This design comes from an exercise in tuning for small area, a short achievable clock period and few clock cycles on the open sky130 flow, not from production work.
RTL that was checked went through simulation tests only; none was proved equivalent to the original.
For run 6, only the layout was checked, not whether the RTL still works.
Power figures rest on the tool's default switching activity, not on a simulated workload.

<file path="design/flow/config.mk">
export PLATFORM = sky130hd
export DESIGN_NAME = s4_rcp
export DESIGN_NICKNAME = s4_rcp
export VERILOG_FILES = /design/flow/design.v
export SDC_FILE = /design/flow/constraint.sdc
export NUM_CORES = 4
export LEC_CHECK = 0
export CAP_MARGIN = 20
export CORE_MARGIN = 2
export CORE_UTILIZATION = 40
export SLEW_MARGIN = 20
</file>
<file path="design/flow/design.v">
module s4_rcp (
    input  wire        clk,
    input  wire        rst,
    input  wire        start,
    input  wire [31:0] a,
    output reg         ready,
    output reg         done,
    output wire [31:0] r,
    output reg         dom
);
    reg         busy;        
    reg         nld;         
    reg         first;       
    reg  [4:0]  count;       
    reg  [30:0] d;           
    reg  [30:0] rem;         
    reg         nb;          
    reg         fdom;        
    reg  [30:0] z;           
    wire [31:0] s  = {rem, nb};
    wire [32:0] t  = {1'b0, s} - {2'b00, d};
    wire        q  = ~t[32];
    wire [30:0] rn = q ? t[30:0] : s[30:0];
    assign r = {1'b0, z};
    wire        in_dom = a[31] | (a[30:25] == 6'd0);
    wire        k30 = ~a[31] & a[30];
    wire        k29 = ~a[31] & ~a[30] & a[29];
    wire        k28 = ~a[31] & ~a[30] & ~a[29] & a[28];
    wire        k27 = ~a[31] & ~a[30] & ~a[29] & ~a[28] & a[27];
    wire        k26 = ~(k30 | k29 | k28 | k27);         
    wire [4:0]  p0  = k30 ? 5'd26 : k29 ? 5'd27 : k28 ? 5'd28 : k27 ? 5'd29 : 5'd30;
    wire [30:0] r0  = ({31{k30}} & {2'b01, 26'd0, 1'b1, a[29:28]})    
                    | ({31{k29}} & {3'b001, 27'd0, 1'b1})             
                    | ({31{k28}} & {4'b0001, 27'd0})                  
                    | ({31{k27}} & {5'b00001, 26'd0})                 
                    | ({31{k26}} & {6'b000001, 25'd0});               
    wire        b0  = (k30 & a[27]) | (k29 & a[28]);                  
    wire        last   = (count == 5'd0);
    wire        accept = ready & start;
    wire        busy_n = accept | (busy & ~last);
    wire        rdy_n  = ~busy_n | (~accept & (count == 5'd1));
    always @(posedge clk) begin
        if (rst) begin
            busy  <= 1'b0;
            ready <= 1'b1;
            nld   <= 1'b0;
            done  <= 1'b0;
        end else begin
            busy  <= busy_n;
            ready <= rdy_n;
            nld   <= ~rdy_n;
            done  <= busy & last;
        end
    end
    always @(posedge clk) begin
        first <= ~nld;
        z     <= {z[29:4], z[3:0] & {4{~first}}, q | fdom};
        dom   <= fdom;
        if (nld) begin
            count <= count - 5'd1;
            rem   <= rn;
            nb    <= d[count];
        end else begin
            count <= p0;
            d     <= a[30:0];
            rem   <= r0;
            nb    <= b0;
            fdom  <= in_dom;
        end
    end
endmodule
</file>
<file path="design/flow/constraint.sdc">
create_clock -name core_clock -period 10.0 [get_ports {clk}]
set_input_delay 2.0000 -clock core_clock [delete_from_list [all_inputs] [get_ports {clk}]]
set_output_delay 2.0000 -clock core_clock [all_outputs]
set_load 0.01 [all_outputs]
</file>
<file path="design/flow/standard.sh">
#!/bin/bash
# synth_recipe.tcl (not shown) runs the flow's synth.tcl, then flattens the netlist and writes it again
# the make line also repeats each setting of config.mk as NAME=value (left out here)
make -C /OpenROAD-flow-scripts/flow DESIGN_CONFIG=/design/flow/config.mk WORK_HOME=/design/flow/orfs CLKGATE_MAP_FILE= SYNTH_SCRIPT=/design/flow/synth_recipe.tcl "${@:-finish}"
</file>
<file path="design/flow/flow/run.sh">
#!/bin/bash
# Standard layout, with two changes to how it is made:
#  - ports are buffered with buf_2 cells rather than the delay buffers
#    buffer_ports picks by default;
#  - timing repair aims for more setup slack than the 10 ns clock needs.
set -euo pipefail
export BUFFER_PORTS_ARGS="-buffer_cell sky130_fd_sc_hd__buf_2"
export SETUP_SLACK_MARGIN=${MARGIN:-7.5}
bash standard.sh > flow_make.log 2>&1
</file>
==> impl_metrics.prom, run 1 <==
# TYPE chip_impl_metric gauge
chip_impl_info{name="outcome",value="no timing/DRC/antenna violations"} 1
chip_impl_metric{name="gp_congestion",unit=""} 0.8707
chip_impl_metric{name="first_global_vias",unit=""} 4307
chip_impl_info{name="synth.area.top_cells",value="dfxtp_1 (29%), edfxtp_1 (19%), ha_1 (8.3%)"} 1
chip_impl_metric{name="fmax",unit="MHz"} 355.0
chip_impl_metric{name="avgSynthCellArea",unit="um2"} 10.07
chip_impl_metric{name="ant_nets",unit=""} 0
chip_impl_metric{name="die_h",unit="um"} 117.3
chip_impl_metric{name="timing.final.crit_share",unit=""} 0.2817
chip_impl_metric{name="clock_path_buffers",unit=""} 2
chip_impl_metric{name="hold_violations",unit=""} 0
chip_impl_metric{name="num_antenna_cells",unit=""} 0
chip_impl_metric{name="synthCells",unit=""} 510
chip_impl_metric{name="maximum_fanout_along_the_worst_path",unit=""} 2
chip_impl_metric{name="grtUsageTotal",unit=""} 0.2025
chip_impl_metric{name="final-max-slew-violation-count",unit=""} 0
chip_impl_metric{name="grt_pass1_wl",unit="mm"} 21.95
chip_impl_metric{name="synth_cell_types",unit=""} 65
chip_impl_info{name="rsz0062_at_grt",value="true"} 1
chip_impl_metric{name="grt_overflow_total",unit=""} 0
chip_impl_metric{name="async_set_or_reset_flop_fraction_in_the_synthesized_netlist",unit=""} 0
chip_impl_metric{name="final_nets",unit=""} 704
chip_impl_metric{name="i_o_buffers",unit=""} 68
chip_impl_metric{name="totalNegativeSetupSlack",unit="ns"} 0
chip_impl_metric{name="post_drt_wl_per_cell",unit="um"} 17.18
chip_impl_metric{name="critPathArrivalTime",unit="ns"} 0.82
chip_impl_metric{name="timing.final.crit_period",unit="ns"} 2.817
chip_impl_metric{name="detailedRoute.firstPassIterationCount",unit=""} 5
chip_impl_metric{name="dpl.hpwl",unit="mm"} 8.251
chip_impl_info{name="synth_most_common_cell",value="dfxtp_1"} 1
chip_impl_metric{name="cts_hold_buffers",unit=""} 0
chip_impl_metric{name="clock_latency",unit="ns"} 0.36
chip_impl_metric{name="io_pins",unit=""} 70
chip_impl_metric{name="clock_sink_count",unit=""} 106
chip_impl_info{name="synth_top_cells_by_count",value="dfxtp_1 (74), nand2_1 (57), a21oi_1 (50), inv_1 (43), ha_1 (34)"} 1
chip_impl_info{name="setup.worst_path.start_class",value="flip-flop"} 1
chip_impl_metric{name="ys_seq_elements",unit=""} 106
chip_impl_metric{name="drive_gt1_frac",unit=""} 0.4820
chip_impl_metric{name="static-leakage-power",unit="nW"} 3.196
chip_impl_metric{name="worst-slew-pin-transition",unit="ns"} 0.8264
chip_impl_metric{name="fin_skew",unit="ns"} 0.01043
chip_impl_metric{name="ys_seq_area_frac",unit=""} 0.4756
chip_impl_metric{name="chipWidth",unit="um"} 117.3
chip_impl_info{name="synth_largest_area_cell",value="dfxtp_1"} 1
chip_impl_metric{name="max-cap-violations",unit=""} 0
chip_impl_metric{name="worst_setup_hold_path_clk_slew",unit="ns"} 0.08
chip_impl_metric{name="areaGrowthSynthToFinish",unit="%"} 45.37
chip_impl_metric{name="yosys_warnings",unit=""} 1
chip_impl_metric{name="total_die_area",unit="um2"} 13760
chip_impl_metric{name="rows",unit=""} 41
chip_impl_metric{name="ctsHtreeMaxLevel",unit=""} 3
chip_impl_metric{name="p_per_area",unit="nW/um2"} 178.7
chip_impl_metric{name="synth-edff-count",unit=""} 32
chip_impl_metric{name="maxSlewHeadroom",unit=""} 0.4483
chip_impl_metric{name="violation_count_after_the_first_detailed_routing_iteration",unit=""} 230
chip_impl_metric{name="grt_max_degree",unit=""} 36
chip_impl_info{name="commonest_register_cell_after_synthesis",value="dfxtp_1"} 1
chip_impl_metric{name="synth_nets",unit=""} 580
chip_impl_info{name="critical_path_class",value="reg2out"} 1
chip_impl_metric{name="fin_area",unit="um2"} 7465
chip_impl_metric{name="routed_via_density",unit=""} 5.276
chip_impl_metric{name="setup_viol",unit=""} 0
chip_impl_metric{name="cp_slowest_stage_delay",unit="ns"} 0.35
chip_impl_metric{name="start_util",unit=""} 0.4086
chip_impl_info{name="worst_path_dominant_cell_family",value="flip-flops"} 1
chip_impl_metric{name="core_region_area",unit="um2"} 12570
chip_impl_metric{name="routed-via-count",unit=""} 4279
chip_impl_metric{name="numCtsBuffers",unit=""} 9
chip_impl_metric{name="drc",unit=""} 0
chip_impl_info{name="critPathSlowestCell",value="dfxtp_2"} 1
chip_impl_metric{name="synth_top_area_frac",unit=""} 0.2885
chip_impl_metric{name="wl",unit="mm"} 13.93
chip_impl_metric{name="placed_area",unit="um2"} 5748
chip_impl_metric{name="cp_num_buf_inv",unit=""} 1
chip_impl_metric{name="grt_antenna_before_repair",unit=""} 0
chip_impl_info{name="crit_path_end_kind",value="primary output"} 1
chip_impl_metric{name="netlist_area",unit="um2"} 5135
chip_impl_info{name="min_path_type",value="reg2reg"} 1
chip_impl_info{name="crit_path_cell_trace",value="buf_6"} 1
chip_impl_info{name="clock_tree_from_tritoncts",value="built"} 1
chip_impl_metric{name="vdd_drop_max",unit="mV"} 0.1143
chip_impl_info{name="clockRootBuffer",value="clkbuf_16"} 1
chip_impl_metric{name="cp.required",unit="ns"} 8.00
[sequential cells by signal, indices dropped and copies added, names as in the netlist]
register,flops
busy,1
d,31
done,1
first,1
rem,31
nb,1
z,31
nld,1
count,5
dom,1
ready,1
fdom,1
[metal layers]
metal	wire, um	vias up	global-route usage	share of wire
li1	-	2066	-	-
met5	0	-	0	0
met1	5820	2029	0.2466	0.42
met2	6885	157	0.3403	0.49
met4	351	0	0.07154	0.025
met3	873	27	0.06128	0.063
[cell usage in the layout (no fill, tap or decap), types with 15 or more instances in the layout]
master / instances
a21oi_2: 23
edfxtp_1: 32
nand2_1: 31
buf_6: 41
nand2_4: 15
buf_2: 35
nor2_1: 22
a21oi_1: 24
dfxtp_2: 32
xnor2_1: 19
buf_4: 40
dfxtp_1: 42
ha_1: 20
inv_1: 33
[through the flow]
| step | hold WS, ns | util | cells | power [mW] | worst slack, ns |
|---|---|---|---|---|---|
| final | 0.3582 | 0.5939 | 811 | 1.334 | 7.183 |
| after global placement | 0.3293 | 0.4573 | 736 | 0.7974 | 6.955 |
| after floorplan | 0.3388 | - | 510 | 0.7381 | 7.372 |
| after CTS | 0.3607 | 0.5643 | 801 | 1.278 | 7.180 |
| after global routing | 0.3637 | 0.5939 | 811 | 1.401 | 7.139 |
| after detailed placement | 0.3368 | 0.4573 | 736 | 0.7983 | 6.906 |
[power by group]
group          leakage, nW  internal (mW)  switching, mW  total, mW
Sequential           0.943          0.478         0.0334      0.511
Clock                0.148          0.176          0.178      0.354
Combinational         2.11          0.217          0.252      0.469
Total                 3.20          0.871          0.463       1.33
[timing repair]
item,in CTS,in global routing
gates resized for setup,150,67
buffers inserted,42,10
pin swaps,72,43
endpoints found under the setup margin,66,68
cloned,7,0
[final cells by class]
| type | count | area, um2 |
|---|---|---|
| repair buffers | 122 | 1047 |
| inverters | 44 | 165.2 |
| flip-flops and latches | 106 | 2482 |
| clock buffers | 9 | 225.2 |
| fillers | 1013 | 5104 |
| clock inverters | 7 | 72.57 |
| multi-input cells | 351 | 3257 |
| well taps | 172 | 215.2 |
[worst paths after layout]
kind | start | end | slack (ns) | cells past startpoint
worst min register to register | z[5]$_DFF_P_ | z[6]$_DFF_P_ | 0.36 | 0
worst min-delay path | z[5]$_DFF_P_ | z[6]$_DFF_P_ | 0.36 | 0
worst max-delay path | z[18]$_DFF_P_ | r[18] | 7.18 | 1
worst max register to register | d[14]$_DFFE_PN_ | rem[1]$_DFF_P_ | 7.26 | 13
[cell families (layout without fill, tap and decap cells)]
| logic type | count (synthesis) | in the layout | share of synthesized area |
|---|---|---|---|
| AND/OR/NAND/NOR | 136 | 143 | 0.1277 |
| AO/OA/AOI/OAI | 134 | 134 | 0.1708 |
| flip-flops | 106 | 106 | 0.4756 |
| buffers and inverters | 60 | 182 | 0.05068 |
| adder cells (fa/ha/maj) | 35 | 35 | 0.08675 |
| XOR/XNOR | 25 | 25 | 0.04264 |
| multiplexers | 13 | 13 | 0.04508 |
| other | 1 | 1 | 0.0007303 |
Testbench counts, summed over its fixed seeds: cycles 89,369.
==> run 2: changes to the inputs <==
--- a/design/flow/flow/run.sh
+++ b/design/flow/flow/run.sh
@@ -5,5 +5,5 @@
 #  - timing repair aims for more setup slack than the 10 ns clock needs.
 set -euo pipefail
 export BUFFER_PORTS_ARGS="-buffer_cell sky130_fd_sc_hd__buf_2"
-export SETUP_SLACK_MARGIN=${MARGIN:-7.5}
+export SETUP_SLACK_MARGIN=${MARGIN:-7.2}
 bash standard.sh > flow_make.log 2>&1
==> impl_metrics.prom, run 2 <==
# TYPE chip_impl_metric gauge
chip_impl_info{name="outcome",value="no timing/DRC/antenna violations"} 1
chip_impl_metric{name="routed_via_density",unit=""} 5.168
chip_impl_metric{name="fmax",unit="MHz"} 355.1
chip_impl_metric{name="detailedRoute.firstPassIterationCount",unit=""} 4
chip_impl_info{name="rr_startpoint",value="d[5]$_DFFE_PN_"} 1
chip_impl_metric{name="first_global_vias",unit=""} 4000
chip_impl_metric{name="drive_gt1_frac",unit=""} 0.3654
chip_impl_metric{name="ff2ff_setup_slack",unit="ns"} 7.18
chip_impl_info{name="worstReg2RegEnd",value="rem[30]$_SDFF_PN0_"} 1
chip_impl_metric{name="synth_nets",unit=""} 580
chip_impl_metric{name="i_o_buffers",unit=""} 68
chip_impl_metric{name="yosys_warnings",unit=""} 1
chip_impl_metric{name="violation_count_after_the_first_detailed_routing_iteration",unit=""} 258
chip_impl_metric{name="final-max-slew-violation-count",unit=""} 0
chip_impl_info{name="clockRootBuffer",value="clkbuf_16"} 1
chip_impl_metric{name="maximum_fanout_along_the_worst_path",unit=""} 5
chip_impl_metric{name="totalNegativeSetupSlack",unit="ns"} 0
chip_impl_metric{name="max-cap-violations",unit=""} 0
chip_impl_metric{name="synth_cell_types",unit=""} 65
chip_impl_metric{name="ctsHtreeMaxLevel",unit=""} 3
chip_impl_info{name="mostFrequentLayoutCell",value="nand2_1"} 1
chip_impl_info{name="final_cell_mix",value="nand2_1 (55), a21oi_1 (44), dfxtp_1 (43)"} 1
chip_impl_metric{name="synthCells",unit=""} 510
chip_impl_metric{name="grt_pass1_wl",unit="mm"} 20.42
chip_impl_info{name="synth_most_common_cell",value="dfxtp_1"} 1
chip_impl_metric{name="gp_congestion",unit=""} 0.8387
chip_impl_metric{name="ys_seq_elements",unit=""} 106
chip_impl_metric{name="timing.final.crit_share",unit=""} 0.2816
chip_impl_info{name="reg.largest.list",value="d (31), rem (31), z (31)"} 1
chip_impl_metric{name="clock_path_buffers",unit=""} 2
chip_impl_metric{name="grtUsageTotal",unit=""} 0.1875
chip_impl_metric{name="drc",unit=""} 0
chip_impl_metric{name="netlist_area",unit="um2"} 5135
chip_impl_metric{name="chipWidth",unit="um"} 117.3
chip_impl_metric{name="async_set_or_reset_flop_fraction_in_the_synthesized_netlist",unit=""} 0
chip_impl_metric{name="io_pins",unit=""} 70
chip_impl_metric{name="numCtsBuffers",unit=""} 9
chip_impl_metric{name="fin_skew",unit="ns"} 0.009150
chip_impl_info{name="synth.area.top_cells",value="dfxtp_1 (29%), edfxtp_1 (19%), ha_1 (8.3%)"} 1
chip_impl_metric{name="avgSynthCellArea",unit="um2"} 10.07
chip_impl_metric{name="total_power",unit="mW"} 1.226
chip_impl_info{name="synth_top_cells_by_count",value="dfxtp_1 (74), nand2_1 (57), a21oi_1 (50), inv_1 (43), ha_1 (34)"} 1
chip_impl_metric{name="maxSlewHeadroom",unit=""} 0.4231
chip_impl_metric{name="hold-path-cell-count",unit=""} 0
chip_impl_metric{name="p_per_area",unit="nW/um2"} 180.0
chip_impl_metric{name="timing.final.crit_period",unit="ns"} 2.816
chip_impl_metric{name="final_critical_path_setup_slack",unit="ns"} 7.184
chip_impl_info{name="crit_path_end_kind",value="flip-flop"} 1
chip_impl_metric{name="worst-slew-pin-transition",unit="ns"} 0.8642
chip_impl_metric{name="final-instance-count-excl-fill",unit=""} 796
chip_impl_metric{name="placedCellCount",unit=""} 735
chip_impl_metric{name="core_region_area",unit="um2"} 12570
chip_impl_info{name="cp-startpoint",value="d[5]$_DFFE_PN_"} 1
chip_impl_info{name="synth_largest_area_cell",value="dfxtp_1"} 1
chip_impl_metric{name="rr_worst_depth",unit=""} 11
chip_impl_metric{name="synth_top_area_frac",unit=""} 0.2885
chip_impl_metric{name="grt_antenna_before_repair",unit=""} 0
chip_impl_metric{name="grt_overflow_total",unit=""} 0
chip_impl_metric{name="wl",unit="mm"} 13.01
chip_impl_metric{name="routed-via-count",unit=""} 4114
chip_impl_metric{name="total_die_area",unit="um2"} 13760
chip_impl_metric{name="post_drt_wl_per_cell",unit="um"} 16.34
chip_impl_info{name="setup.worst_path.start_class",value="flip-flop"} 1
chip_impl_metric{name="setup_viol",unit=""} 0
chip_impl_metric{name="die_h",unit="um"} 117.3
chip_impl_metric{name="critPathArrivalTime",unit="ns"} 3.12
chip_impl_metric{name="vdd_drop_max",unit="mV"} 0.1048
chip_impl_info{name="min_path_type",value="reg2reg"} 1
chip_impl_metric{name="synth-edff-count",unit=""} 32
chip_impl_metric{name="num_antenna_cells",unit=""} 0
chip_impl_info{name="critical_path_class",value="reg2reg"} 1
chip_impl_metric{name="static-leakage-power",unit="nW"} 2.925
chip_impl_metric{name="fin_util",unit=""} 0.5418
chip_impl_metric{name="final_nets",unit=""} 689
chip_impl_metric{name="cp.required",unit="ns"} 10.30
chip_impl_info{name="rsz0062_at_grt",value="true"} 1
chip_impl_info{name="commonest_register_cell_after_synthesis",value="dfxtp_1"} 1
chip_impl_metric{name="clock_latency",unit="ns"} 0.36
chip_impl_metric{name="ant_nets",unit=""} 0
chip_impl_metric{name="clock_sink_count",unit=""} 106
chip_impl_metric{name="worst_setup_hold_path_clk_slew",unit="ns"} 0.08
chip_impl_info{name="worst_hold_startpoint",value="z[4]$_DFF_P_"} 1
chip_impl_info{name="clock_tree_from_tritoncts",value="built"} 1
chip_impl_metric{name="dpl.hpwl",unit="mm"} 8.056
chip_impl_metric{name="detailedPlace.worstSlack",unit="ns"} 6.691
chip_impl_metric{name="hold_violations",unit=""} 0
chip_impl_metric{name="cts_hold_buffers",unit=""} 0
chip_impl_info{name="hold_path_end",value="z[5]$_DFF_P_"} 1
chip_impl_metric{name="areaGrowthSynthToFinish",unit="%"} 32.60
chip_impl_metric{name="rows",unit=""} 41
chip_impl_metric{name="grt_max_degree",unit=""} 36
chip_impl_metric{name="ys_seq_area_frac",unit=""} 0.4756
chip_impl_metric{name="start_util",unit=""} 0.4086
==> run 2: layer usage <==
| layer | routed length (um) | share of wire | GRT usage |
|---|---|---|---|
| met5 | 0 | 0 | 0 |
| met4 | 152 | 0.012 | 0.05120 |
| met3 | 589 | 0.045 | 0.04767 |
| met2 | 6388 | 0.49 | 0.3070 |
| met1 | 5877 | 0.45 | 0.2469 |
==> run 2: kinds of logic (layout without fill, tap and decap cells) <==
family	count (synthesis)	after routing	synth area share
simple gates	136	141	0.1277
compound gates	134	134	0.1708
flops	106	106	0.4756
xor+xnor	25	25	0.04264
buf+inv	60	169	0.05068
mux	13	13	0.04508
fa+ha+maj	35	35	0.08675
other cells	1	1	0.0007303
==> run 2: worst max path at each step <==
| stage | to | slack (ns) |
|---|---|---|
| 6_report | rem[30]$_SDFF_PN0_ | 7.18 |
| 5_1_grt | rem[30]$_SDFF_PN0_ | 7.07 |
| 4_1_cts | r[22] | 7.18 |
| 3_5_place_dp | rem[23]$_SDFF_PN0_ | 6.69 |
| 3_3_place_gp | rem[23]$_SDFF_PN0_ | 6.87 |
| 2_1_floorplan | rem[0]$_DFF_P_ | 7.17 |
==> run 2: area by class of cell <==
type                       instances  area (um2)
clock buffer                      10       229.0
clock inverter                     6       58.81
fill                            1092        5759
inverter                          44       165.2
multi-input combinational        349        2803
sequential                       106        2481
tap                              172       215.2
timing repair buffer             109       857.1
==> run 2: power breakdown <==
part	internal, mW	total, mW	switching [mW]
registers	0.478	0.510	0.0330
logic	0.174	0.369	0.196
clock network	0.176	0.346	0.170
total	0.827	1.23	0.399
==> run 2: worst max-delay path: stages, from the launching register on <==
cell	delay, ns
edfxtp_1	0.42
inv_2	0.09
ha_4	0.21
a21o_1	0.17
or3_4	0.34
o221a_4	0.26
a211oi_4	0.31
o211ai_4	0.16
and2_4	0.20
a31oi_2	0.19
mux2i_1	0.24
o311a_1	0.19
==> run 2: metrics by stage <==
step           hold WS (ns)  area (um2)
2_1_floorplan        0.3388        5147
3_3_place_gp         0.3308        5615
3_5_place_dp         0.3321        5615
4_1_cts              0.3420        6404
5_1_grt              0.3635        6809
6_report             0.3532        6809
==> run 2: repair_timing <==
action / CTS / global route
setup buffers: 13 / 27
gates resized for setup: 87 / 36
pin swaps: 10 / 39
gates cloned: 3 / 2
endpoints found under the hold margin: 0 / 0
endpoints found under the setup margin: 64 / 66
==> run 3: changes to the inputs <==
--- a/design/flow/config.mk
+++ b/design/flow/config.mk
@@ -7,5 +7,8 @@
 export LEC_CHECK = 0
 export CAP_MARGIN = 20
 export CORE_MARGIN = 2
-export CORE_UTILIZATION = 40
+export CORE_UTILIZATION = 65
+export CTS_BUF_LIST = sky130_fd_sc_hd__clkbuf_8
+export CTS_CLUSTER_DIAMETER = 60
+export CTS_CLUSTER_SIZE = 40
 export SLEW_MARGIN = 20
==> impl_metrics.prom, run 3 <==
# TYPE chip_impl_metric gauge
chip_impl_metric{name="start_util",unit=""} 0.6680
chip_impl_info{name="clockRootBuffer",value="clkbuf_8"} 1
chip_impl_info{name="rr_startpoint",value="d[5]$_DFFE_PN_"} 1
chip_impl_metric{name="worst_setup_hold_path_clk_slew",unit="ns"} 0.11
chip_impl_metric{name="cp.required",unit="ns"} 8.00
chip_impl_metric{name="io_pins",unit=""} 70
chip_impl_metric{name="num_antenna_cells",unit=""} 0
chip_impl_metric{name="cp_slowest_stage_delay",unit="ns"} 0.36
chip_impl_metric{name="netlist_area",unit="um2"} 5135
chip_impl_metric{name="ctsHtreeMaxLevel",unit=""} 3
chip_impl_info{name="final_cell_mix",value="nand2_1 (52), dfxtp_1 (42), a21oi_1 (39)"} 1
chip_impl_metric{name="synth_nets",unit=""} 580
chip_impl_metric{name="final-max-slew-violation-count",unit=""} 0
chip_impl_metric{name="clock_path_buffers",unit=""} 2
chip_impl_metric{name="synthCells",unit=""} 510
chip_impl_metric{name="cp_num_buf_inv",unit=""} 1
chip_impl_metric{name="wl",unit="mm"} 13.48
chip_impl_metric{name="die_h",unit="um"} 92.88
chip_impl_metric{name="routed_via_density",unit=""} 6.042
chip_impl_info{name="outcome",value="no timing/DRC/antenna violations"} 1
chip_impl_metric{name="vdd_drop_max",unit="mV"} 0.1209
chip_impl_metric{name="hold_violations",unit=""} 0
chip_impl_metric{name="synth_cell_types",unit=""} 65
chip_impl_metric{name="async_set_or_reset_flop_fraction_in_the_synthesized_netlist",unit=""} 0
chip_impl_info{name="critPathSlowestCell",value="dfxtp_2"} 1
chip_impl_metric{name="post_drt_wl_per_cell",unit="um"} 18.81
chip_impl_metric{name="detail_route.wirelength.met1",unit="mm"} 5.504
chip_impl_metric{name="synth-edff-count",unit=""} 32
chip_impl_metric{name="i_o_buffers",unit=""} 68
chip_impl_metric{name="grt_max_degree",unit=""} 32
chip_impl_metric{name="timing.final.crit_period",unit="ns"} 2.840
chip_impl_info{name="min_path_type",value="reg2reg"} 1
chip_impl_metric{name="maxSlewHeadroom",unit=""} 0.3774
chip_impl_metric{name="yosys_warnings",unit=""} 1
chip_impl_metric{name="static-leakage-power",unit="nW"} 2.848
chip_impl_info{name="crit_path_cell_trace",value="buf_6"} 1
chip_impl_info{name="cp-startpoint",value="z[27]$_DFF_P_"} 1
chip_impl_metric{name="ys_seq_elements",unit=""} 106
chip_impl_info{name="worst_hold_startpoint",value="z[8]$_DFF_P_"} 1
chip_impl_metric{name="max-cap-violations",unit=""} 0
chip_impl_metric{name="routed-wl-met3",unit="um"} 831
chip_impl_metric{name="clock_sink_count",unit=""} 106
chip_impl_metric{name="clock_latency",unit="ns"} 0.38
chip_impl_info{name="mostFrequentLayoutCell",value="nand2_1"} 1
chip_impl_info{name="synth_largest_area_cell",value="dfxtp_1"} 1
chip_impl_info{name="synth_most_common_cell",value="dfxtp_1"} 1
chip_impl_metric{name="ys_seq_area_frac",unit=""} 0.4756
chip_impl_metric{name="fmax",unit="MHz"} 352.1
chip_impl_info{name="critical_path_class",value="reg2out"} 1
chip_impl_metric{name="rows",unit=""} 32
chip_impl_metric{name="drive_gt1_frac",unit=""} 0.3756
chip_impl_info{name="synth_top_cells_by_count",value="dfxtp_1 (74), nand2_1 (57), a21oi_1 (50), inv_1 (43), ha_1 (34)"} 1
chip_impl_metric{name="timing.final.crit_share",unit=""} 0.2840
chip_impl_metric{name="grtUsageTotal",unit=""} 0.2821
chip_impl_info{name="rsz0062_at_grt",value="true"} 1
chip_impl_metric{name="fin_skew",unit="ns"} 0.01066
chip_impl_metric{name="first_global_vias",unit=""} 4002
chip_impl_metric{name="drc",unit=""} 0
chip_impl_info{name="clock_tree_from_tritoncts",value="built"} 1
chip_impl_metric{name="grt_antenna_before_repair",unit=""} 0
chip_impl_metric{name="detailedRoute.firstPassIterationCount",unit=""} 5
chip_impl_metric{name="final_nets",unit=""} 680
chip_impl_info{name="commonest_register_cell_after_synthesis",value="dfxtp_1"} 1
chip_impl_metric{name="dpl.hpwl",unit="mm"} 7.557
chip_impl_metric{name="violation_count_after_the_first_detailed_routing_iteration",unit=""} 309
chip_impl_metric{name="areaGrowthSynthToFinish",unit="%"} 29.04
chip_impl_info{name="synth.area.top_cells",value="dfxtp_1 (29%), edfxtp_1 (19%), ha_1 (8.3%)"} 1
chip_impl_metric{name="routed-via-count",unit=""} 4332
chip_impl_metric{name="cts_hold_buffers",unit=""} 0
chip_impl_metric{name="worst-slew-pin-transition",unit="ns"} 0.9326
chip_impl_metric{name="synth_top_area_frac",unit=""} 0.2885
chip_impl_metric{name="met2RoutedLength",unit="mm"} 6.711
chip_impl_info{name="top_layer",value="met4"} 1
chip_impl_metric{name="setup_viol",unit=""} 0
chip_impl_metric{name="total_die_area",unit="um2"} 8627
chip_impl_info{name="setup.worst_path.start_class",value="flip-flop"} 1
chip_impl_metric{name="numCtsBuffers",unit=""} 9
chip_impl_metric{name="hold_slack",unit="ns"} 0.3629
chip_impl_info{name="reg.largest.list",value="d (31), rem (31), z (31)"} 1
chip_impl_metric{name="maximum_fanout_along_the_worst_path",unit=""} 2
chip_impl_metric{name="avgSynthCellArea",unit="um2"} 10.07
chip_impl_metric{name="totalNegativeSetupSlack",unit="ns"} 0
chip_impl_metric{name="grt_overflow_total",unit=""} 0
chip_impl_metric{name="gp_congestion",unit=""} 0.8646
chip_impl_metric{name="grt_pass1_wl",unit="mm"} 19.00
chip_impl_info{name="crit_path_end_kind",value="primary output"} 1
chip_impl_metric{name="total_power",unit="mW"} 1.141
chip_impl_metric{name="ant_nets",unit=""} 0
chip_impl_metric{name="critPathArrivalTime",unit="ns"} 0.84
chip_impl_metric{name="chipWidth",unit="um"} 92.88
chip_impl_info{name="worst_path_dominant_cell_family",value="flip-flops"} 1
chip_impl_metric{name="core_region_area",unit="um2"} 7687
chip_impl_metric{name="p_per_area",unit="nW/um2"} 172.3
run 3: timing repair:
item	4_1_cts	5_1_grt
setup buffers	10	22
gates cloned	3	1
endpoints found under the setup margin	66	66
gates resized for setup	78	57
pin swaps	9	42
run 3: final timing paths:
| kind | depth (start not counted) | slack (ns) | endpoint |
|---|---|---|---|
| worst max-delay path | 1 | 7.16 | r[27] |
| worst min-delay path | 0 | 0.36 | z[9]$_DFF_P_ |
| worst max register to register | 12 | 7.17 | rem[11]$_SDFF_PN0_ |
| worst min register to register | 0 | 0.36 | z[9]$_DFF_P_ |
run 3: final cells by class:
type,count,area [um2]
clock buffers,9,123.9
clock inverters,7,60.06
fillers,404,1061
inverters,44,166.4
multi-input cells,348,2833
flip-flops and latches,106,2482
well taps,102,127.6
repair buffers,101,833.3
run 3: routing by layer:
layer	track usage	up-vias
met5	0	-
met4	0.09559	0
met1	0.3655	2064
met3	0.05777	51
met2	0.4728	207
li1	-	2010
run 3: report_power, final:
| part | leakage [nW] | internal [mW] | switching [mW] |
|---|---|---|---|
| logic | 1.81 | 0.172 | 0.202 |
| clock network | 0.0959 | 0.0960 | 0.159 |
| registers | 0.943 | 0.478 | 0.0346 |
| total | 2.85 | 0.745 | 0.396 |
run 3: cells by family after synthesis:
family / share of synthesized area
XOR/XNOR: 0.04264
buffers and inverters: 0.05068
adder cells (fa/ha/maj): 0.08675
AO/OA/AOI/OAI: 0.1708
multiplexers: 0.04508
AND/OR/NAND/NOR: 0.1277
other: 0.0007303
flip-flops: 0.4756
run 3: metrics by stage:
| step | std cells | area (um2) | util | setup WS, ns |
|---|---|---|---|---|
| finish | 717 | 6626 | 0.8620 | 7.160 |
| CTS | 694 | 6182 | 0.8042 | 7.159 |
| global route | 717 | 6626 | 0.8620 | 7.037 |
| detailed placement | 665 | 5528 | 0.7191 | 6.684 |
| floorplan | 510 | 5147 | - | 7.168 |
| global placement | 665 | 5528 | 0.7191 | 6.891 |
==> run 4: changes to the inputs <==
--- a/design/flow/design.v
+++ b/design/flow/design.v
@@ -14,13 +14,13 @@
     reg  [4:0]  count;       
     reg  [30:0] d;           
     reg  [30:0] rem;         
+    reg         qf;          
     reg         nb;          
     reg         fdom;        
     reg  [30:0] z;           
     wire [31:0] s  = {rem, nb};
-    wire [32:0] t  = {1'b0, s} - {2'b00, d};
-    wire        q  = ~t[32];
-    wire [30:0] rn = q ? t[30:0] : s[30:0];
+    wire [31:0] t  = s + ({1'b0, d} ^ {32{qf}}) + {31'd0, qf};
+    wire        q  = ~t[31];
     assign r = {1'b0, z};
     wire        in_dom = a[31] | (a[30:25] == 6'd0);
     wire        k30 = ~a[31] & a[30];
@@ -58,12 +58,14 @@
         dom   <= fdom;
         if (nld) begin
             count <= count - 5'd1;
-            rem   <= rn;
+            rem   <= t[30:0];
+            qf    <= q;
             nb    <= d[count];
         end else begin
             count <= p0;
             d     <= a[30:0];
             rem   <= r0;
+            qf    <= 1'b1;
             nb    <= b0;
             fdom  <= in_dom;
         end
==> impl_metrics.prom, run 4 <==
# TYPE chip_impl_metric gauge
chip_impl_metric{name="hold_slack",unit="ns"} 0.3618
chip_impl_metric{name="ff2ff_setup_slack",unit="ns"} 7.13
chip_impl_metric{name="avgSynthCellArea",unit="um2"} 10.28
chip_impl_metric{name="final-instance-count-excl-fill",unit=""} 694
chip_impl_metric{name="synth_cell_types",unit=""} 61
chip_impl_info{name="outcome",value="no timing/DRC/antenna violations"} 1
chip_impl_metric{name="routed-via-count",unit=""} 4186
chip_impl_metric{name="placed_area",unit="um2"} 5718
chip_impl_info{name="cp-startpoint",value="z[0]$_DFF_P_"} 1
chip_impl_metric{name="yosys_warnings",unit=""} 1
chip_impl_metric{name="wl",unit="mm"} 12.83
chip_impl_metric{name="synth-edff-count",unit=""} 32
chip_impl_info{name="rr_startpoint",value="qf$_SDFF_PN1_"} 1
chip_impl_info{name="crit_path_end_kind",value="primary output"} 1
chip_impl_metric{name="p_per_area",unit="nW/um2"} 320.8
chip_impl_info{name="critical_path_class",value="reg2out"} 1
chip_impl_metric{name="hold_violations",unit=""} 0
chip_impl_info{name="mostFrequentLayoutCell",value="nand2_1"} 1
chip_impl_metric{name="io_pins",unit=""} 70
chip_impl_metric{name="drc",unit=""} 0
chip_impl_metric{name="fmax",unit="MHz"} 348.0
chip_impl_metric{name="rows",unit=""} 33
chip_impl_metric{name="grt_pass1_wl",unit="mm"} 19.25
chip_impl_metric{name="clock_latency",unit="ns"} 0.39
chip_impl_metric{name="grt_max_degree",unit=""} 56
chip_impl_metric{name="cts_hold_buffers",unit=""} 0
chip_impl_metric{name="rr_worst_depth",unit=""} 10
chip_impl_metric{name="worst-slew-pin-transition",unit="ns"} 0.8629
chip_impl_info{name="commonest_register_cell_after_synthesis",value="dfxtp_1"} 1
chip_impl_metric{name="max-cap-violations",unit=""} 0
chip_impl_metric{name="detailedPlace.worstSlack",unit="ns"} 6.706
chip_impl_metric{name="die_h",unit="um"} 94.51
chip_impl_info{name="worstReg2RegEnd",value="rem[27]$_DFF_P_"} 1
chip_impl_metric{name="fin_util",unit=""} 0.7905
chip_impl_metric{name="netlist_area",unit="um2"} 5325
chip_impl_metric{name="cp_num_buf_inv",unit=""} 1
chip_impl_metric{name="totalNegativeSetupSlack",unit="ns"} 0
chip_impl_metric{name="ys_seq_elements",unit=""} 107
chip_impl_info{name="synth_top_cells_by_count",value="dfxtp_1 (75), nand2_1 (46), nor2_1 (43), xor2_1 (43), a21oi_1 (37)"} 1
chip_impl_metric{name="maximum_fanout_along_the_worst_path",unit=""} 2
chip_impl_metric{name="synth_nets",unit=""} 588
chip_impl_metric{name="total_die_area",unit="um2"} 8932
chip_impl_info{name="reg.largest.list",value="d (31), rem (31), z (31)"} 1
chip_impl_metric{name="grt_antenna_before_repair",unit=""} 0
chip_impl_metric{name="static-leakage-power",unit="nW"} 2.641
chip_impl_metric{name="setup_viol",unit=""} 0
chip_impl_metric{name="ctsHtreeMaxLevel",unit=""} 3
chip_impl_info{name="worst_path_dominant_cell_family",value="flip-flops"} 1
chip_impl_metric{name="final_nets",unit=""} 654
chip_impl_metric{name="cp.required",unit="ns"} 8.00
chip_impl_metric{name="synth_top_area_frac",unit=""} 0.2820
chip_impl_metric{name="placedCellCount",unit=""} 670
chip_impl_metric{name="final-max-slew-violation-count",unit=""} 0
chip_impl_metric{name="grt_overflow_total",unit=""} 0
chip_impl_metric{name="gp_congestion",unit=""} 0.9106
chip_impl_metric{name="vdd_drop_max",unit="mV"} 0.1979
chip_impl_metric{name="total_power",unit="mW"} 2.052
chip_impl_metric{name="detailedRoute.firstPassIterationCount",unit=""} 5
chip_impl_info{name="synth_most_common_cell",value="dfxtp_1"} 1
chip_impl_metric{name="chipWidth",unit="um"} 94.51
chip_impl_metric{name="post_drt_wl_per_cell",unit="um"} 18.49
chip_impl_metric{name="routed_via_density",unit=""} 6.032
chip_impl_metric{name="cp_slowest_stage_delay",unit="ns"} 0.38
chip_impl_metric{name="first_global_vias",unit=""} 4054
chip_impl_metric{name="core_region_area",unit="um2"} 8093
chip_impl_info{name="synth_largest_area_cell",value="dfxtp_1"} 1
chip_impl_metric{name="num_antenna_cells",unit=""} 0
chip_impl_info{name="setup.worst_path.start_class",value="flip-flop"} 1
chip_impl_metric{name="timing.final.crit_share",unit=""} 0.2874
chip_impl_metric{name="dpl.hpwl",unit="mm"} 8.928
chip_impl_metric{name="violation_count_after_the_first_detailed_routing_iteration",unit=""} 192
chip_impl_info{name="min_path_type",value="reg2reg"} 1
chip_impl_metric{name="ant_nets",unit=""} 0
chip_impl_metric{name="worst-path-stages",unit=""} 1
chip_impl_info{name="rsz0062_at_grt",value="true"} 1
chip_impl_metric{name="synthCells",unit=""} 518
chip_impl_metric{name="fin_skew",unit="ns"} 0.01619
chip_impl_metric{name="critPathArrivalTime",unit="ns"} 0.87
chip_impl_metric{name="clock_path_buffers",unit=""} 2
chip_impl_metric{name="async_set_or_reset_flop_fraction_in_the_synthesized_netlist",unit=""} 0
chip_impl_metric{name="areaGrowthSynthToFinish",unit="%"} 20.14
chip_impl_metric{name="grtUsageTotal",unit=""} 0.2830
chip_impl_info{name="critPathSlowestCell",value="dfxtp_4"} 1
chip_impl_metric{name="worst_setup_hold_path_clk_slew",unit="ns"} 0.11
chip_impl_metric{name="fin_area",unit="um2"} 6397
chip_impl_metric{name="clock_sink_count",unit=""} 107
chip_impl_metric{name="start_util",unit=""} 0.6580
chip_impl_metric{name="ys_seq_area_frac",unit=""} 0.4624
chip_impl_info{name="clockRootBuffer",value="clkbuf_8"} 1
chip_impl_info{name="crit_path_cell_trace",value="buf_6"} 1
chip_impl_info{name="final_cell_mix",value="nand2_1 (46), nor2_1 (43), dfxtp_1 (41)"} 1
chip_impl_metric{name="maxSlewHeadroom",unit=""} 0.4240
chip_impl_info{name="synth.area.top_cells",value="dfxtp_1 (28%), edfxtp_1 (18%), ha_1 (8.0%)"} 1
chip_impl_metric{name="drive_gt1_frac",unit=""} 0.2784
chip_impl_metric{name="numCtsBuffers",unit=""} 9
chip_impl_metric{name="i_o_buffers",unit=""} 68
chip_impl_info{name="clock_tree_from_tritoncts",value="built"} 1
chip_impl_info{name="critical_path.endpoint",value="r[0]"} 1
chip_impl_metric{name="final_critical_path_setup_slack",unit="ns"} 7.126
chip_impl_metric{name="timing.final.crit_period",unit="ns"} 2.874
==> run 4: worst min-delay path by stage <==
| stage | to | slack (ns) | depth (start not counted) | start |
|---|---|---|---|---|
| after global routing | z[22]$_DFF_P_ | 0.36 | 0 | z[21]$_DFF_P_ |
| after detailed placement | z[10]$_DFF_P_ | 0.33 | 0 | z[9]$_DFF_P_ |
| after global placement | z[11]$_DFF_P_ | 0.33 | 0 | z[10]$_DFF_P_ |
| after floorplan | dom$_DFF_P_ | 0.34 | 0 | fdom$_DFFE_PN_ |
| final | z[22]$_DFF_P_ | 0.36 | 0 | z[21]$_DFF_P_ |
| after CTS | z[10]$_DFF_P_ | 0.35 | 0 | z[9]$_DFF_P_ |
==> run 4: repair_timing <==
item,CTS,global route
gates resized for setup,66,29
pin swaps,0,3
setup endpoints to repair,54,49
gates cloned,0,0
buffers inserted,4,3
==> run 4: cell families after synthesis <==
group / after synthesis / synth area share
and+or+nand+nor: 152 / 0.1377
AOI/OAI and AO/OA: 115 / 0.1438
DFF: 107 / 0.4624
xor gates and xnor gates: 56 / 0.09211
adders and majority gates: 35 / 0.08365
buffers and inverters: 33 / 0.02467
muxes: 19 / 0.05498
other: 1 / 0.0007042
==> run 4: power by group <==
part / internal, mW / total (mW) / switching, mW
logic: 0.482 / 1.20 / 0.717
clock network: 0.102 / 0.274 / 0.172
registers: 0.527 / 0.579 / 0.0522
total: 1.11 / 2.05 / 0.941
==> run 4: routing by layer <==
layer | track usage | routed length (um) | part of all wire | up-vias
met5 | 0 | 0 | 0 | -
met4 | 0.1159 | 379 | 0.030 | 0
met3 | 0.05267 | 805 | 0.063 | 31
met2 | 0.4857 | 6419 | 0.50 | 166
met1 | 0.3524 | 5226 | 0.41 | 2009
li1 | - | - | - | 1980
==> run 4: final cells by class <==
| type | instances | area [um2] |
|---|---|---|
| Inverter | 10 | 37.54 |
| Timing Repair Buffer | 78 | 658.1 |
| Clock inverter | 7 | 88.84 |
| Tap cell | 105 | 131.4 |
| Sequential cell | 107 | 2510 |
| Multi-Input combinational cell | 378 | 2848 |
| Clock buffer | 9 | 123.9 |
| Fill cell | 554 | 1695 |
Testbench counts of run 4, summed over its fixed seeds: cycles 89,369.
==> run 5: changes to the inputs <==
==> design/flow/config.mk (replaced) <==
export PLATFORM = sky130hd
export DESIGN_NAME = s4_rcp
export DESIGN_NICKNAME = s4_rcp
export VERILOG_FILES = /design/flow/design.v
export SDC_FILE = /design/flow/constraint.sdc
export NUM_CORES = 4
export LEC_CHECK = 0
export CAP_MARGIN = 20
export CORE_MARGIN = 2
export CORE_UTILIZATION = 40
export SLEW_MARGIN = 20
==> impl_metrics.prom, run 5 <==
# TYPE chip_impl_metric gauge
chip_impl_info{name="outcome",value="no timing/DRC/antenna violations"} 1
chip_impl_metric{name="ys_seq_elements",unit=""} 107
chip_impl_metric{name="drc",unit=""} 0
chip_impl_info{name="commonest_register_cell_after_synthesis",value="dfxtp_1"} 1
chip_impl_metric{name="rows",unit=""} 42
chip_impl_metric{name="async_set_or_reset_flop_fraction_in_the_synthesized_netlist",unit=""} 0
chip_impl_metric{name="grt_overflow_total",unit=""} 0
chip_impl_metric{name="clock_path_buffers",unit=""} 2
chip_impl_metric{name="post_synth_mux_area_share",unit=""} 0.05498
chip_impl_metric{name="fmax",unit="MHz"} 354.4
chip_impl_metric{name="hold_violations",unit=""} 0
chip_impl_info{name="worst_path_dominant_cell_family",value="flip-flops"} 1
chip_impl_metric{name="rr_worst_depth",unit=""} 10
chip_impl_metric{name="grt_antenna_before_repair",unit=""} 0
chip_impl_metric{name="totalNegativeSetupSlack",unit="ns"} 0
chip_impl_info{name="critPathSlowestCell",value="dfxtp_2"} 1
chip_impl_metric{name="avgSynthCellArea",unit="um2"} 10.28
chip_impl_info{name="critical_path_class",value="reg2out"} 1
chip_impl_metric{name="synth-xor-area-share",unit=""} 0.09211
chip_impl_metric{name="synth_nets",unit=""} 588
chip_impl_metric{name="dpl.hpwl",unit="mm"} 9.061
chip_impl_metric{name="ys_seq_area_frac",unit=""} 0.4624
chip_impl_info{name="grt.busiest_layer",value="met2"} 1
chip_impl_metric{name="synth-edff-count",unit=""} 32
chip_impl_metric{name="io_pins",unit=""} 70
chip_impl_metric{name="core_region_area",unit="um2"} 13140
chip_impl_metric{name="die_h",unit="um"} 119.4
chip_impl_metric{name="timing.final.crit_period",unit="ns"} 2.822
chip_impl_info{name="crit_path_cell_trace",value="buf_6"} 1
chip_impl_metric{name="wl",unit="mm"} 12.76
chip_impl_metric{name="chipWidth",unit="um"} 119.4
chip_impl_metric{name="critPathArrivalTime",unit="ns"} 0.82
chip_impl_metric{name="vdd_drop_max",unit="mV"} 0.1214
chip_impl_metric{name="grt_use_met3",unit=""} 0.03209
chip_impl_metric{name="worst-slew-pin-transition",unit="ns"} 0.9121
chip_impl_metric{name="synth_top_area_frac",unit=""} 0.2820
chip_impl_metric{name="hold_slack",unit="ns"} 0.3565
chip_impl_metric{name="compound_gate_fraction_of_synth_area",unit=""} 0.1438
chip_impl_info{name="rsz0062_at_grt",value="true"} 1
chip_impl_info{name="min_path_type",value="reg2reg"} 1
chip_impl_metric{name="final-max-slew-violation-count",unit=""} 0
chip_impl_metric{name="p_per_area",unit="nW/um2"} 321.8
chip_impl_info{name="setup.worst_path.start_class",value="flip-flop"} 1
chip_impl_metric{name="ctsHtreeMaxLevel",unit=""} 3
chip_impl_info{name="reg.largest.list",value="d (31), rem (31), z (31)"} 1
chip_impl_metric{name="max-cap-violations",unit=""} 0
chip_impl_metric{name="detailedRoute.firstPassIterationCount",unit=""} 5
chip_impl_metric{name="post_drt_wl_per_cell",unit="um"} 16.75
chip_impl_metric{name="grtUsageMet1",unit=""} 0.2334
chip_impl_metric{name="i_o_buffers",unit=""} 68
chip_impl_metric{name="total_die_area",unit="um2"} 14250
chip_impl_metric{name="areaGrowthSynthToFinish",unit="%"} 22.13
chip_impl_info{name="synth_largest_area_cell",value="dfxtp_1"} 1
chip_impl_info{name="final_cell_mix",value="nand2_1 (45), xor2_1 (43), nor2_1 (43)"} 1
chip_impl_metric{name="maximum_fanout_along_the_worst_path",unit=""} 2
chip_impl_metric{name="routed-via-count",unit=""} 4017
chip_impl_metric{name="num_antenna_cells",unit=""} 0
chip_impl_metric{name="gp_congestion",unit=""} 0.8736
chip_impl_metric{name="fin_skew",unit="ns"} 0.01019
chip_impl_metric{name="cp_slowest_stage_delay",unit="ns"} 0.36
chip_impl_info{name="clockRootBuffer",value="clkbuf_16"} 1
chip_impl_metric{name="cp_num_buf_inv",unit=""} 1
chip_impl_metric{name="static-leakage-power",unit="nW"} 2.662
chip_impl_metric{name="grt_pass1_wl",unit="mm"} 20.24
chip_impl_metric{name="first_global_vias",unit=""} 4046
chip_impl_metric{name="synth_adder_area_share",unit=""} 0.08365
chip_impl_metric{name="numCtsBuffers",unit=""} 9
chip_impl_metric{name="yosys.area_share.simple",unit=""} 0.1377
chip_impl_metric{name="worst_setup_hold_path_clk_slew",unit="ns"} 0.08
chip_impl_metric{name="worst-path-stages",unit=""} 1
chip_impl_metric{name="grtUsageTotal",unit=""} 0.1836
chip_impl_info{name="clock_tree_from_tritoncts",value="built"} 1
chip_impl_metric{name="maxSlewHeadroom",unit=""} 0.3912
chip_impl_metric{name="synth_cell_types",unit=""} 61
chip_impl_info{name="synth.area.top_cells",value="dfxtp_1 (28%), edfxtp_1 (18%), ha_1 (8.0%)"} 1
chip_impl_metric{name="global_routing_met2_resource_utilization",unit=""} 0.3046
chip_impl_metric{name="cp.required",unit="ns"} 8.00
chip_impl_info{name="synth_top_cells_by_count",value="dfxtp_1 (75), nand2_1 (46), nor2_1 (43), xor2_1 (43), a21oi_1 (37)"} 1
chip_impl_info{name="crit_path_end_kind",value="primary output"} 1
chip_impl_metric{name="drive_gt1_frac",unit=""} 0.2679
chip_impl_metric{name="ant_nets",unit=""} 0
chip_impl_metric{name="clock_sink_count",unit=""} 107
chip_impl_metric{name="hold-path-cell-count",unit=""} 0
chip_impl_metric{name="setup_viol",unit=""} 0
chip_impl_metric{name="grt_max_degree",unit=""} 56
chip_impl_metric{name="netlist_area",unit="um2"} 5325
chip_impl_metric{name="timing.final.crit_share",unit=""} 0.2822
chip_impl_info{name="mostFrequentLayoutCell",value="nand2_1"} 1
chip_impl_info{name="synth_most_common_cell",value="dfxtp_1"} 1
chip_impl_metric{name="yosys_warnings",unit=""} 1
chip_impl_info{name="synth_top_family_by_area",value="compound AO/OA/AOI/OAI gates"} 1
chip_impl_metric{name="clock_latency",unit="ns"} 0.36
chip_impl_metric{name="violation_count_after_the_first_detailed_routing_iteration",unit=""} 222
chip_impl_metric{name="synthCells",unit=""} 518
chip_impl_metric{name="final_nets",unit=""} 651
chip_impl_metric{name="routed_via_density",unit=""} 5.272
chip_impl_metric{name="start_util",unit=""} 0.4053
## run 5: cell count changes in the layout (fill, tap and decap cells not counted), sizes merged
cell    delta
clkinv     +3
buf        -3
inv        -3
## run 5: cell type report
class,instances,area [um2]
clock buffers,9,225.2
clock inverters,7,93.84
fillers,1218,6634
inverters,10,38.79
multi-input cells,378,2798
flip-flops and latches,107,2506
well taps,176,220.2
repair buffers,75,621.8
## run 5: layer usage
layer  vias up  part of all wire
li1       1979                 -
met1      1927              0.45
met2        94              0.49
met3        17             0.034
met4         0             0.026
met5         -                 0
## run 5: worst paths after layout
kind / startpoint / to / slack [ns]
worst min-delay path: z[7]$_DFF_P_ / z[8]$_DFF_P_ / 0.36
worst max-delay path: z[0]$_DFF_P_ / r[0] / 7.18
worst min register to register: z[7]$_DFF_P_ / z[8]$_DFF_P_ / 0.36
worst max register to register: qf$_SDFF_PN1_ / rem[26]$_DFF_P_ / 7.30
## run 5: per-stage QoR
| stage | total power, mW | cell area (um2) | utilization | setup WS [ns] | instances |
|---|---|---|---|---|---|
| 6_report | 2.093 | 6504 | 0.4950 | 7.178 | 762 |
| 5_1_grt | 2.251 | 6504 | 0.4950 | 7.155 | 762 |
| 4_1_cts | 2.058 | 6416 | 0.4884 | 7.166 | 761 |
| 3_5_place_dp | 1.656 | 5807 | 0.4420 | 6.361 | 741 |
| 3_3_place_gp | 1.654 | 5807 | 0.4420 | 6.497 | 741 |
| 2_1_floorplan | 1.422 | 5326 | - | 7.239 | 518 |
## run 5: cells by family (layout without fill, tap and decap cells)
kind of cell | after synthesis | count (layout)
xor+xnor | 56 | 56
simple gates | 152 | 152
other cells | 1 | 1
compound gates | 115 | 115
flops | 107 | 107
buf+inv | 33 | 101
mux | 19 | 19
fa+ha+maj | 35 | 35
## run 5: repair_timing
item                                    4_1_cts  5_1_grt
endpoints found under the setup margin       61       45
pin swaps                                     0        0
buffers inserted                              4        1
resized for setup                            67       19
cloned                                        0        0
hold buffers                                  0        0
## run 5: where the power goes
part           switching [mW]  total (mW)  internal, mW
clock network           0.186       0.367         0.181
registers              0.0451       0.572         0.527
logic                   0.687        1.15         0.467
total                   0.918        2.09          1.17
## run 5: worst reg2reg max path: cells and delay by family (launching register included)
kind                     cells  cell delay (ns)
AO/OA/AOI/OAI                4             0.72
AND/OR/NAND/NOR              2             0.49
flip-flops                   1             0.38
multiplexers                 1             0.36
adder cells (fa/ha/maj)      1             0.26
XOR/XNOR                     1             0.24
buffers and inverters        1             0.19
==> run 6: changes to the inputs <==
--- a/design/flow/design.v
+++ b/design/flow/design.v
@@ -12,15 +12,14 @@
     reg         nld;         
     reg         first;       
     reg  [4:0]  count;       
-    reg  [30:0] d;           
+    reg  [30:0] dn;          
     reg  [30:0] rem;         
-    reg         qf;          
     reg         nb;          
     reg         fdom;        
     reg  [30:0] z;           
     wire [31:0] s  = {rem, nb};
-    wire [31:0] t  = s + ({1'b0, d} ^ {32{qf}}) + {31'd0, qf};
-    wire        q  = ~t[31];
+    wire [32:0] t  = {1'b0, s} + {2'b11, dn} + 33'd1;    
+    wire        q  = ~t[32];
     assign r = {1'b0, z};
     wire        in_dom = a[31] | (a[30:25] == 6'd0);
     wire        k30 = ~a[31] & a[30];
@@ -56,16 +55,13 @@
         first <= ~nld;
         z     <= {z[29:4], z[3:0] & {4{~first}}, q | fdom};
         dom   <= fdom;
+        rem <= q ? (nld ? t[30:0] : r0) : (nld ? s[30:0] : r0);
         if (nld) begin
             count <= count - 5'd1;
-            rem   <= t[30:0];
-            qf    <= q;
-            nb    <= d[count];
+            nb    <= ~dn[count];
         end else begin
             count <= p0;
-            d     <= a[30:0];
-            rem   <= r0;
-            qf    <= 1'b1;
+            dn    <= ~a[30:0];
             nb    <= b0;
             fdom  <= in_dom;
         end
==> impl_metrics.prom, run 6 <==
# TYPE chip_impl_metric gauge
chip_impl_metric{name="routed_via_density",unit=""} 5.290
chip_impl_metric{name="totalNegativeSetupSlack",unit="ns"} 0
chip_impl_metric{name="grt_max_degree",unit=""} 33
chip_impl_metric{name="total_die_area",unit="um2"} 14370
chip_impl_metric{name="num_antenna_cells",unit=""} 0
chip_impl_metric{name="final_critical_path_setup_slack",unit="ns"} 7.115
chip_impl_info{name="critical_path.endpoint",value="rem[0]$_DFF_P_"} 1
chip_impl_metric{name="maximum_fanout_along_the_worst_path",unit=""} 5
chip_impl_metric{name="ys_seq_area_frac",unit=""} 0.4549
chip_impl_info{name="rsz0062_at_grt",value="true"} 1
chip_impl_metric{name="worst-slew-pin-transition",unit="ns"} 0.8309
chip_impl_metric{name="worst-path-stages",unit=""} 13
chip_impl_metric{name="routed-via-count",unit=""} 4153
chip_impl_metric{name="yosys_warnings",unit=""} 1
chip_impl_metric{name="drive_gt1_frac",unit=""} 0.2923
chip_impl_metric{name="max-cap-violations",unit=""} 0
chip_impl_metric{name="grt_overflow_total",unit=""} 0
chip_impl_metric{name="netlist_area",unit="um2"} 5369
chip_impl_info{name="setup.worst_path.start_class",value="flip-flop"} 1
chip_impl_info{name="synth.area.top_cells",value="dfxtp_1 (28%), edfxtp_1 (18%), ha_1 (7.7%)"} 1
chip_impl_metric{name="io_pins",unit=""} 70
chip_impl_metric{name="dpl.hpwl",unit="mm"} 8.594
chip_impl_info{name="critPathSlowestCell",value="edfxtp_1"} 1
chip_impl_metric{name="power.share.combinational",unit=""} 0.286
chip_impl_metric{name="synth_top_area_frac",unit=""} 0.2759
chip_impl_metric{name="clock_path_buffers",unit=""} 2
chip_impl_metric{name="detailedPlace.worstSlack",unit="ns"} 6.585
chip_impl_info{name="crit_path_end_kind",value="flip-flop"} 1
chip_impl_info{name="final_cell_mix",value="inv_1 (45), dfxtp_1 (43), nor2_1 (42)"} 1
chip_impl_info{name="reg.largest.list",value="dn (31), rem (31), z (31)"} 1
chip_impl_metric{name="clock_sink_count",unit=""} 106
chip_impl_metric{name="p_switching",unit="mW"} 0.3680
chip_impl_info{name="min_path_type",value="reg2reg"} 1
chip_impl_metric{name="ant_nets",unit=""} 0
chip_impl_metric{name="static-leakage-power",unit="nW"} 2.866
chip_impl_metric{name="synth_nets",unit=""} 593
chip_impl_metric{name="areaGrowthSynthToFinish",unit="%"} 23.86
chip_impl_info{name="clockRootBuffer",value="clkbuf_16"} 1
chip_impl_metric{name="ys_seq_elements",unit=""} 106
chip_impl_metric{name="hold_violations",unit=""} 0
chip_impl_metric{name="numCtsBuffers",unit=""} 9
chip_impl_metric{name="rr_worst_depth",unit=""} 13
chip_impl_metric{name="fin_skew",unit="ns"} 0.009582
chip_impl_metric{name="timing.final.crit_share",unit=""} 0.2885
chip_impl_metric{name="netSwitchingFraction",unit=""} 0.3115
chip_impl_info{name="outcome",value="no timing/DRC/antenna violations"} 1
chip_impl_metric{name="grt_antenna_before_repair",unit=""} 0
chip_impl_metric{name="cp.required",unit="ns"} 10.27
chip_impl_metric{name="wl",unit="mm"} 12.26
chip_impl_metric{name="p_clk_frac",unit=""} 0.286
chip_impl_metric{name="grt_pass1_wl",unit="mm"} 19.75
chip_impl_metric{name="worst_setup_hold_path_clk_slew",unit="ns"} 0.07
chip_impl_metric{name="chipWidth",unit="um"} 119.9
chip_impl_metric{name="synth_cell_types",unit=""} 67
chip_impl_info{name="critical_path_class",value="reg2reg"} 1
chip_impl_metric{name="timing.final.crit_period",unit="ns"} 2.885
chip_impl_metric{name="gp_congestion",unit=""} 0.8411
chip_impl_metric{name="final-max-slew-violation-count",unit=""} 0
chip_impl_info{name="crit_path_cell_trace",value="inv_2 -> ha_4 -> inv_2 -> fa_2 -> a211oi_2 -> o21bai_2 -> o2111a_2 -> o21ai_4 -> a41o_1 -> o21ai_4 -> buf_12 -> mux2_4 -> o221ai_2"} 1
chip_impl_info{name="rr_startpoint",value="dn[0]$_DFFE_PN_"} 1
chip_impl_metric{name="synth-edff-count",unit=""} 32
chip_impl_metric{name="final_nets",unit=""} 673
chip_impl_metric{name="share_seq_of_total_power",unit=""} 0.428
chip_impl_metric{name="synthCells",unit=""} 524
chip_impl_metric{name="start_util",unit=""} 0.4070
chip_impl_metric{name="detailedRoute.firstPassIterationCount",unit=""} 4
chip_impl_metric{name="clock_latency",unit="ns"} 0.35
chip_impl_metric{name="nFillCells",unit=""} 1172
chip_impl_info{name="clock_tree_from_tritoncts",value="built"} 1
chip_impl_metric{name="i_o_buffers",unit=""} 68
chip_impl_metric{name="cp_num_buf_inv",unit=""} 3
run 6: repair_timing:
item                       4_1_cts  5_1_grt
setup endpoints to repair       64       67
pin swaps                       10       11
setup buffers                   12        5
resized for setup               78       19
cloned                           1        1
run 6: layout make-up:
cell class                 instances  area [um2]  share of cell area
clock buffer                      10       229.0             0.03443
clock inverter                     6       60.06            0.009031
inverter                          48       180.2             0.02709
multi-input combinational        350        2724              0.4096
sequential                       106        2481              0.3731
tap                              176       220.2             0.03311
timing repair buffer              89       755.7              0.1136
run 6: through the flow:
stage / utilization / total power, mW / hold WS [ns] / cells
floorplan: - / 0.7378 / 0.3398 / 524
global placement: 0.4406 / 0.7875 / 0.3267 / 750
detailed placement: 0.4406 / 0.7918 / 0.3362 / 750
CTS: 0.4945 / 1.169 / 0.3605 / 779
global route: 0.5042 / 1.247 / 0.3624 / 785
finish: 0.5042 / 1.181 / 0.3591 / 785
run 6: worst min path at each step:
| stage | from | end | slack [ns] | cells past startpoint |
|---|---|---|---|---|
| finish | z[13]$_DFF_P_ | z[14]$_DFF_P_ | 0.36 | 0 |
| global route | z[14]$_DFF_P_ | z[15]$_DFF_P_ | 0.36 | 0 |
| CTS | z[13]$_DFF_P_ | z[14]$_DFF_P_ | 0.36 | 0 |
| detailed placement | z[13]$_DFF_P_ | z[14]$_DFF_P_ | 0.34 | 0 |
| global placement | z[10]$_DFF_P_ | z[11]$_DFF_P_ | 0.33 | 0 |
| floorplan | fdom$_DFFE_PN_ | dom$_DFF_P_ | 0.34 | 0 |
run 6: cells by family after synthesis:
group / after synthesis / share of synthesized area
simple gates: 143 / 0.1284
compound gates: 111 / 0.1468
flops: 106 / 0.4549
buf+inv: 68 / 0.05966
fa+ha+maj: 34 / 0.08063
mux: 34 / 0.08483
xor+xnor: 27 / 0.04405
other cells: 1 / 0.0006985
run 6: metal layers:
metal  share of wire  GRT usage  vias up  routed length, um
met3           0.041    0.03850       29                501
li1                -          -     2033                  -
met1            0.43     0.2165     1988               5306
met4           0.030    0.08015        0                367
met2            0.50     0.2939      103               6081
met5               0          0        -                  0
run 6: power groups by stage:
stage	clock network (mW)	registers [mW]	logic, mW
floorplan	0	0.500	0.238
global placement	0	0.513	0.275
detailed placement	0	0.514	0.278
CTS	0.348	0.505	0.316
global route	0.366	0.510	0.371
finish	0.338	0.505	0.338

re-timing with driven ports:
No port has a modelled driver above. Below, the same layouts with a new extraction and two added sets of constraints. Step 1 (the two cells are an assumption about what drives the block):
set clk [get_ports {clk}]
set_driving_cell -lib_cell sky130_fd_sc_hd__clkbuf_16 $clk
set_driving_cell -lib_cell sky130_fd_sc_hd__buf_2 [delete_from_list [all_inputs] $clk]
Step 2, shift: input delay + t, output delay - t, t = (earliest + latest rising clock arrival at the registers) / 2. This alone moves slack from input paths to output paths. a / b / c = ideal / step 1 / step 2; a / b = the first two.
run	t, ns	setup WS [ns]	worst slew at a driven data input, ns
run 1	0.399	7.183 / 7.141 / 7.120	0.04
run 2	0.400	7.184 / 7.144 / 7.020	0.03
run 3	0.409	7.160 / 7.126 / 7.017	0.03
run 4	0.414	7.126 / 7.091 / 6.880	0.03
run 5	0.395	7.178 / 7.139 / 6.959	0.04
run 6	0.386	7.115 / 7.115 / 6.886	0.03
After both steps every run listed still meets setup and hold. For run 4, which loses most, drivers alone change the setup slack by -0.035 ns; drivers and shift together by -0.246 ns.
